Source: an optimization exercise on an open RTL-to-GDS flow (aim: small area and a short achievable clock period). Production flows keep margins and buffers that such runs may drop.
Where RTL was checked, it was by simulation tests only, not by an equivalence proof against the original.
No driver is modelled on the clock port, so clocking that relies on it looks cheaper here than on a real chip.

==> inputs of run P <==
==> flow/design.v (excerpt) <==
module ecc_bch_codec (
    input  wire        clk,
    input  wire        rst,           
    input  wire        in_valid,
    input  wire [63:0] in_wdata,      
    input  wire [63:0] in_rdata,      
    input  wire [15:0] in_rcheck,     
    output reg         out_valid,
    output reg  [15:0] out_wcheck,    
    output reg  [63:0] out_data,      
    output reg         out_ce,        
    output reg         out_ue,        
    output reg  [1:0]  out_nbits      
);
export LEC_CHECK = 0
export CAP_MARGIN = 20
export CORE_MARGIN = 2
export CORE_UTILIZATION = 40
export SLEW_MARGIN = 20
export SYNTH_HIERARCHICAL = 1
export SYNTH_MINIMUM_KEEP_SIZE = 0
create_clock -name core_clock -period 34.0 [get_ports {clk}]
standard.sh (not shown) runs the stock make flow with config.mk's settings and CLKGATE_MAP_FILE= SYNTH_SCRIPT=/design/flow/synth_recipe.tcl, a recipe that flattens the netlist after the stock synthesis.
==> flow/flow/run.sh <==
#!/bin/bash
# Own layout flow: the standard ORFS flow (standard.sh, unchanged synthesis),
# with a setup-slack target for OpenROAD's timing repair and a small buffer cell
# for the port buffers. Everything else is as the standard flow's layout.
set -euo pipefail
MARGIN=$(cat flow/margin.txt)
bash standard.sh \
  "SETUP_SLACK_MARGIN=${MARGIN}" \
  "BUFFER_PORTS_ARGS=-buffer_cell sky130_fd_sc_hd__buf_1" \
  finish > orfs_make.log 2>&1
==> flow/flow/margin.txt <==
25.6
==> run C: changes against run P <==
==> flow/flow/margin.txt (replaced) <==
25.3
--- a/flow/config.mk
+++ b/flow/config.mk
@@ -10,2 +10,3 @@
 export CORE_UTILIZATION = 40
+export CTS_BUF_LIST = sky130_fd_sc_hd__clkbuf_4 sky130_fd_sc_hd__clkbuf_16
 export SLEW_MARGIN = 20
==> comparison table <==
Run status: run P complete, no violations; run C complete, no violations
WL met3: run P 3210 µm; run C 3260 µm
Largest stage delay on the critical path: run P 330 ps; run C 490 ps
Final standard cell count with taps included and fillers excluded: run P 2004; run C 1993
Met3 Usage GRT: run P 3.98%; run C 4.01%
Non-CTS buffers: run P 246; run C 235
Final cell utilization of the core: run P 49.3%; run C 47.7%
Filler cell count in the final layout: run P 2833; run C 2904
Worst slew slack as a fraction of its limit: run P 43.7%; run C 44.4%
Post-detailed-routing wire length: run P 40600 µm; run C 40200 µm
Metal1 wirelength: run P 17400 µm; run C 17400 µm
Wire length per cell after detailed routing: run P 20.2 µm; run C 20.2 µm
Multi-input gate share of total cell area: run P 59.6%; run C 58.8%
Ratio of cells with drive above 1 in the final layout: run P 6.82%; run C 2.87%
Via count of the first global-routing pass: run P 10.1k; run C 10.1k
Met2 global-route usage: run P 40.8%; run C 41.0%
Worst Hold Margin: run P 330 ps; run C 330 ps
Buffers and inverters on the worst path: run P 2; run C 1
Area of the multi-input gates: run P 8730 µm²; run C 8330 µm²
Nets: run P 1747; run C 1736
Timing startpoint of the critical path: run P in_rdata[10]; run C in_rdata[24]

==> run Z: inputs <==
Another version of the RTL of ecc_bch_codec (not shown whole).
==> flow/config.mk <==
export PLATFORM = sky130hd
export DESIGN_NAME = ecc_bch_codec
export DESIGN_NICKNAME = ecc_bch_codec
export VERILOG_FILES = /design/flow/design.v
export SDC_FILE = /design/flow/constraint.sdc
export NUM_CORES = 4
export LEC_CHECK = 0
export CAP_MARGIN = 20
export CORE_MARGIN = 2
export CORE_UTILIZATION = 40
export SLEW_MARGIN = 20
export SYNTH_HIERARCHICAL = 1
export SYNTH_MINIMUM_KEEP_SIZE = 0
==> flow/constraint.sdc <==
create_clock -name core_clock -period 34.0 [get_ports {clk}]
set_input_delay 6.8000 -clock core_clock [delete_from_list [all_inputs] [get_ports {clk}]]
set_output_delay 6.8000 -clock core_clock [all_outputs]
set_load 0.01 [all_outputs]
==> flow/flow/run.sh <==
#!/bin/bash
# Own layout flow: the standard ORFS flow (standard.sh, so the synthesis is
# the standard one), with these changes to how the layout is made:
#  - OpenROAD's timing repair aims at the setup slack in flow/margin.txt;
#  - the port buffers are sky130_fd_sc_hd__buf_1;
#  - any further make variables listed in flow/extra.txt (one per line);
#  - flow/post_cts.tcl, if present, runs at the end of ORFS's CTS step.
# The full make/ORFS output goes to orfs_make.log; ORFS keeps each step's log
# under orfs/logs/.
set -euo pipefail
MARGIN=$(cat flow/margin.txt)
EXTRA=()
if [[ -f flow/extra.txt ]]; then
  while IFS= read -r line; do [[ -n "$line" ]] && EXTRA+=("$line"); done < flow/extra.txt
fi
if [[ -f flow/post_cts.tcl ]]; then
  EXTRA+=("POST_CTS_TCL=$PWD/flow/post_cts.tcl")
fi
bash standard.sh \
  "SETUP_SLACK_MARGIN=${MARGIN}" \
  "BUFFER_PORTS_ARGS=-buffer_cell sky130_fd_sc_hd__buf_1" \
  "${EXTRA[@]}" \
  finish > orfs_make.log 2>&1
==> flow/flow/extra.txt <==
CTS_ARGS=-sink_clustering_enable -repair_clock_nets -buf_list sky130_fd_sc_hd__clkbuf_8 -dont_use_dummy_load
==> flow/flow/margin.txt <==
25.5
==> flow/flow/post_cts.tcl <==
# After CTS: a leaf clock buffer of the small type that drives many flip-flops
# is swapped for the larger clock buffer, to keep the flip-flop clock slew low.
set changed 0
foreach inst [get_cells clkbuf_*] {
  if {[get_property $inst ref_name] ne "sky130_fd_sc_hd__clkbuf_8"} { continue }
  set out [get_pins -of_objects $inst -filter "direction==output"]
  set n [llength [get_pins -of_objects [get_nets -of_objects $out] -filter "direction==input"]]
  if {$n >= 18} {
    puts "post_cts: [get_full_name $inst] drives $n pins, now sky130_fd_sc_hd__clkbuf_16"
    replace_cell $inst sky130_fd_sc_hd__clkbuf_16
    incr changed
  }
}
if {$changed} { detailed_placement }
==> run G: changes against run Z <==
==> flow/flow/margin.txt (replaced) <==
25.7
==> run R: changes against run Z <==
==> flow/flow/run.sh (replaced) <==
#!/bin/bash
# Own layout flow: the standard ORFS flow (standard.sh, unchanged synthesis),
# with a setup-slack target for OpenROAD's timing repair and a small buffer cell
# for the port buffers. Everything else is as the standard flow's layout.
set -euo pipefail
MARGIN=$(cat flow/margin.txt)
bash standard.sh \
  "SETUP_SLACK_MARGIN=${MARGIN}" \
  "BUFFER_PORTS_ARGS=-buffer_cell sky130_fd_sc_hd__buf_1" \
  finish > orfs_make.log 2>&1
==> flow/flow/margin.txt (replaced) <==
25.3
removed: flow/flow/extra.txt
removed: flow/flow/post_cts.tcl
==> run_results.csv <==
group,metric,value,unit
run_status,status,"complete, no violations",
timing,fin_crit,8.61,ns
timing,rsz0062_at_grt,"false",
worst_setup_path,r2r_start,"s10_r$_DFF_P_",
Source of the figures above: run R

==> run_results.csv <==
group,metric,value,unit
timing,fin_crit,8.34,ns
run_status,status,"complete, no violations",
timing,rsz0062_at_grt,"true",
yosys,yosysSeqAreaShare,0.300,
worst_setup_path,r2r_start,"s11_r$_DFF_P_",
Source of the figures above: run G

==> run_results.csv <==
group,metric,value,unit
die,num_rows,63,
run_status,status,"complete, no violations",
final_layout,largestClassByArea,"multi-input gates",
worst_setup_path,r2r_start,"s11_r$_DFF_P_",
timing,rsz0062_at_grt,"false",
timing,fin_crit,8.45,ns
min_path,min_path_cells,0,
Source of the figures above: run Z

No run of this note included a check of the RTL's function; only the layout flow was run.

==> inputs of yarrow <==
Another version of the RTL of ecc_bch_codec (not shown whole).
export LEC_CHECK = 0
export CAP_MARGIN = 20
export CORE_MARGIN = 2
export CORE_UTILIZATION = 40
export SLEW_MARGIN = 20
create_clock -name core_clock -period 34.0 [get_ports {clk}]
==> flow/flow/run.sh <==
#!/bin/bash
# Own layout flow: the standard ORFS flow (standard.sh, unchanged synthesis),
# with a setup-slack target for OpenROAD's timing repair and a small buffer cell
# for the port buffers. Everything else is as the standard flow's layout.
set -euo pipefail
MARGIN=$(cat flow/margin.txt)
bash standard.sh \
  "SETUP_SLACK_MARGIN=${MARGIN}" \
  "BUFFER_PORTS_ARGS=-buffer_cell sky130_fd_sc_hd__buf_1" \
  finish > orfs_make.log 2>&1
==> flow/flow/margin.txt <==
25.5
==> inputs of fjord, as changes to yarrow <==
==> flow/flow/margin.txt (replaced) <==
26.5
==> inputs of lagoon, as changes to yarrow <==
==> flow/run.sh (new file) <==
#!/bin/bash
# synth_recipe.tcl (not shown) runs the flow's synth.tcl, then flattens the netlist and writes it again
# the make line also repeats each setting of config.mk as NAME=value (left out here)
make -C /OpenROAD-flow-scripts/flow DESIGN_CONFIG=/design/flow/config.mk WORK_HOME=/design/flow/orfs CLKGATE_MAP_FILE= SYNTH_SCRIPT=/design/flow/synth_recipe.tcl finish
removed: flow/flow/run.sh
removed: flow/flow/margin.txt
removed: flow/standard.sh
==> qor summary <==
quantity	yarrow	lagoon	fjord
Non-clock buffer share	0.0690	0.129	0.131
Register cell area after layout	0.00462 mm2	0.00460 mm2	0.00475 mm2
Worst setup slack before clock tree synthesis	23680 ps	23630 ps	23570 ps
Master of the slowest instance on the critical path	sky130_fd_sc_hd__xnor3_2	sky130_fd_sc_hd__o311ai_1	sky130_fd_sc_hd__dfxtp_4
Final-layout clock buffer total	32	36	36
Resize count post-CTS	56	0	365
Critical path startpoint	rd1[23]	rd1[14]	out_data[1]
Vias	12400	12100	13300
Outcome	no timing/DRC/antenna violations	no timing/DRC/antenna violations	no timing/DRC/antenna violations
Worst hold slack after final layout	454 ps	454 ps	446 ps
Half-perimeter wire length after detailed placement	40.4 mm	41.9 mm	40.8 mm
Buffer count excluding the clock tree in the final layout	277	244	384
Total Wirelength	52.3 mm	53.2 mm	57.3 mm
CTS buffer count	26	24	25
Instance count on the critical path	27	28	1
Detailed-routed wire length on met2	23.0 mm	23.5 mm	25.7 mm
Endpoint of the worst-slack reg-to-reg timing path	out_data[9]	out_data[25]	out_data[30]
No functional check of the RTL was part of any run of this note.

what the ideal ports hide:
The flow's constraints put no driver on any port. The routed layouts listed below were extracted and timed again, unchanged, in two steps.
Step 1, drivers: a clkbuf_16 drives clk and a buf_2 each remaining input, both assumed.
Step 2 also shifts input and output timing later by t, the mid clock arrival at the registers, as if the neighbouring blocks saw the same clock.
Slacks: no drivers / after step 1 / after step 2; pairs: no drivers / after step 1.
run | shift t [ns] | slack for setup (ns) | hold WS [ns] | worst register clock-pin slew, ns | worst slew at a driven data input, ns
run P | 0.492 | 25.625 / 25.645 / 25.152 | 0.330 / 0.330 / 0.330 | 0.09 / 0.09 | 0.07
run C | 0.488 | 25.423 / 25.445 / 24.957 | 0.330 / 0.330 / 0.330 | 0.09 / 0.09 | 0.07
run Z | 0.500 | 25.554 / 25.573 / 25.072 | 0.343 / 0.343 / 0.343 | 0.10 / 0.10 | 0.06
run G | 0.504 | 25.661 / 25.684 / 25.181 | 0.341 / 0.341 / 0.341 | 0.10 / 0.10 | 0.09
run R | 0.485 | 25.391 / 25.411 / 24.925 | 0.338 / 0.338 / 0.338 | 0.09 / 0.09 | 0.06
yarrow | 0.597 | 25.621 / 25.621 / 25.621 | 0.454 / 0.454 / 0.454 | 0.06 / 0.06 | 0.06
fjord | 0.598 | 26.138 / 26.084 / 26.227 | 0.446 / 0.446 / 0.446 | 0.07 / 0.07 | 0.06
lagoon | 0.588 | 23.296 / 23.296 / 23.296 | 0.454 / 0.454 / 0.454 | 0.07 / 0.07 | 0.08
After both steps every run listed still meets setup and hold. The setup slack of run Z, which loses most, moves by +0.019 ns with the drivers and by -0.482 ns with both steps.
